This design comes from an exercise in tuning for small area, a short achievable clock period and few clock cycles per item on the open sky130 flow, not from production work.
At most, simulation tests tie the RTL to the original design; equivalence was not proved.
Power is estimated from default activity; no workload was simulated.

==> flow/design.v (excerpt) <==
module flow_hash (
    input  wire         clk,
    input  wire         rst,         
    input  wire         in_valid,
    output wire         in_ready,
    input  wire [1:0]   in_op,       
    input  wire [3:0]   in_len,      
    input  wire         in_frag,     
    input  wire [31:0]  in_seed,
    input  wire [511:0] in_words,    
    output wire         out_valid,
    input  wire         out_ready,
    output wire [31:0]  out_hash
);
Size in the first run: ~2,800 cells after synthesis, about 110 flip-flops, about 590 I/O pins.
Settings: LEC_CHECK=0, CAP_MARGIN=0, CORE_MARGIN=2, CORE_UTILIZATION=40, GPL_ROUTABILITY_DRIVEN=0, SETUP_SLACK_MARGIN=3.4, SLEW_MARGIN=0, TNS_END_PERCENT=100; clock period 8.0 ns.
standard.sh (not shown) runs the stock make flow with config.mk's settings and CLKGATE_MAP_FILE= SYNTH_SCRIPT=/design/flow/synth_recipe.tcl, a recipe that flattens the netlist after the stock synthesis.
==> flow/flow/run.sh <==
#!/bin/bash
# Own layout flow: the standard layout (standard.sh: ORFS synthesis to
# final layout, unchanged), except that the port buffers that global
# placement inserts on every input and output are the platform's smallest
# plain buffer (buf_1) instead of the clkdlybuf4s50_1 delay cell that
# buffer_ports picks by default.  Repair may still resize them.
set -euo pipefail
export BUFFER_PORTS_ARGS="-buffer_cell sky130_fd_sc_hd__buf_1"
bash standard.sh finish > standard_flow.log 2>&1
The first run went through all stages and came out clean.
Testbench counts at the start, summed over its fixed seeds: cycles 9,624, items 9,600.
Next try:
Settings changed: CORE_UTILIZATION 40 to 45, GPL_ROUTABILITY_DRIVEN 0 to unset, SETUP_SLACK_MARGIN 3.4 to 3.5.
After rerunning:
- The changed run ran to the end with no violations
- fmax increases slightly
- global-route usage is higher by 7.1 points
- die area went down by roughly a tenth
- wire length goes up by a few percent
- non-clock buffer count climbs by 27
- first-iteration DRC count came out higher by about a fifth
- final area rises by a few percent
Next try:
Settings changed: CORE_UTILIZATION 45 to 40, GPL_ROUTABILITY_DRIVEN set to 0, SETUP_SLACK_MARGIN 3.5 to 3.3.
After rerunning:
- final area came out lower by 4.4%
- combinational power came out lower by 8.9%
- clock-buffer cell count came out lower by 1
- power came out lower by 7.3%
- wire length came out lower by 6.8%
- die area came out higher by 12%
- register-to-register slack degrades by 0.09 ns
- worst hold slack degrades by 0.013 ns
- setup slack degrades by 0.20 ns

---

Another version of the RTL of flow_hash (not shown whole).
Size: ~2800 cells after synthesis, roughly 100 flip-flops, about 590 I/O pins.
Settings: LEC_CHECK=0, CAP_MARGIN=0, CORE_MARGIN=2, CORE_UTILIZATION=40, SETUP_SLACK_MARGIN=3.6, SLEW_MARGIN=0, TNS_END_PERCENT=20; clock period 8.0 ns.
Scripts as last shown in full above: flow/flow/run.sh
Testbench counts at the start, summed over its fixed seeds: cycles 9,624, items 9,600.
==> next run, changes <==
CAP_MARGIN = 20   (was 0)
SLEW_MARGIN = 20   (was 0)
- total power does not change
- design area stays the same
- wire length stays the same
- worst hold slack does not change
- core utilization does not change
- non-clock buffer count stays the same

---

green:
flow_hash, a different RTL version from the one above (not shown whole).
Size in the first run: roughly 3,000 cells after synthesis, about 590 I/O pins, ~24,000 um^2 of cells after synthesis.
// flow_hash
module flow_hash (
    input  wire         clk,
    input  wire         rst,         
    input  wire         in_valid,
    output wire         in_ready,
    input  wire [1:0]   in_op,       
    input  wire [3:0]   in_len,      
    input  wire         in_frag,     
    input  wire [31:0]  in_seed,
    input  wire [511:0] in_words,    
    output wire         out_valid,
    input  wire         out_ready,
    output wire [31:0]  out_hash
);
    wire [31:0] w0 = in_words[31:0];
    wire [31:0] w1 = in_words[63:32];
    wire [31:0] w2 = in_words[95:64];
    wire [31:0] w3 = in_words[127:96];
    wire [31:0] w4 = in_words[159:128];
    wire [31:0] w5 = in_words[191:160];
    wire [31:0] w6 = in_words[223:192];
    wire [31:0] w7 = in_words[255:224];
    wire [31:0] w8 = in_words[287:256];
    wire [31:0] w9 = in_words[319:288];
    wire [31:0] w10 = in_words[351:320];
    wire [31:0] w11 = in_words[383:352];
    wire [31:0] w12 = in_words[415:384];
    wire [31:0] w13 = in_words[447:416];
    wire [31:0] w14 = in_words[479:448];
  ...
clock: 8.0 ns
lec_check: 0
cap_margin: 20
core_margin: 2
core_utilization: 40
setup_slack_margin: 3.6
slew_margin: 20
tns_end_percent: 20
Scripts as last shown in full above: flow/flow/run.sh
green: all stages complete, timing, DRC and antenna checks passed
--- input diff green..blue ---
- swapping 20 for 0 in CAP_MARGIN
- swapping 20 for 0 in SLEW_MARGIN
- Comparing final clock period utilization by the worst path for blue and green, the bigger number came from green.
- Against green as the reference, blue delivers a lower final core utilization.
- blue ends up with a power share of the sequential group that is 0.3 points higher than in green.
- Cell internal power dissipation went down slightly going from green to blue.
- ~same die area in blue and green
- Compared with green, blue shows worst reg-to-reg path cell count lower by 2.
- Comparing blue against green, there is no change at all in post-detailed-route DRC marker count.
- Critical path depth (lower): blue
- The overall routed net length reported for blue is smaller than that of green by 0.80%.
- Diff green -> blue | worst setup margin | increase of 0.018 ns
No functional check of the RTL was part of any run of this note.

-- separate check: timing with driven ports --
The flow's constraints put no driver on any port. The routed layouts listed below were extracted and timed again, unchanged, in two steps.
Step 1 assumes that a clkbuf_16 drives the clock port and a buf_2 every other input.
Step 2 times the ports against the registers' clock, not the clock port: input delays grow and output delays shrink by t, the midpoint of the rising clock arrivals with the driver on.
Three values: ideal ports, drivers, drivers and shift; two values: the first two.
run	t, ns	setup WS [ns]	hold slack, ns	clock arrival spread, ns	worst data-port slew with drivers (ns)
the first run of note 1	0.415	3.324 / 3.208 / 2.793	0.474 / 0.474 / 0.474	0.017 / 0.016	0.28
the second run of note 1	0.421	3.359 / 3.190 / 2.768	0.498 / 0.498 / 0.498	0.016 / 0.015	0.31
the third run of note 1	0.407	3.158 / 3.173 / 2.765	0.485 / 0.485 / 0.485	0.023 / 0.023	0.22
the first run of note 2	0.424	3.146 / 3.146 / 2.845	0.498 / 0.498 / 0.498	0.009 / 0.009	0.15
the second run of note 2	0.424	3.146 / 3.146 / 2.845	0.498 / 0.498 / 0.498	0.009 / 0.009	0.15
green	0.445	3.452 / 3.452 / 3.036	0.497 / 0.497 / 0.497	0.022 / 0.022	0.16
blue	0.454	3.470 / 3.476 / 3.022	0.495 / 0.495 / 0.495	0.019 / 0.020	0.16
After both steps setup and hold are still met in every run listed. The setup slack of the second run of note 1, which loses most, moves by -0.169 ns with the drivers and by -0.591 ns with both steps.
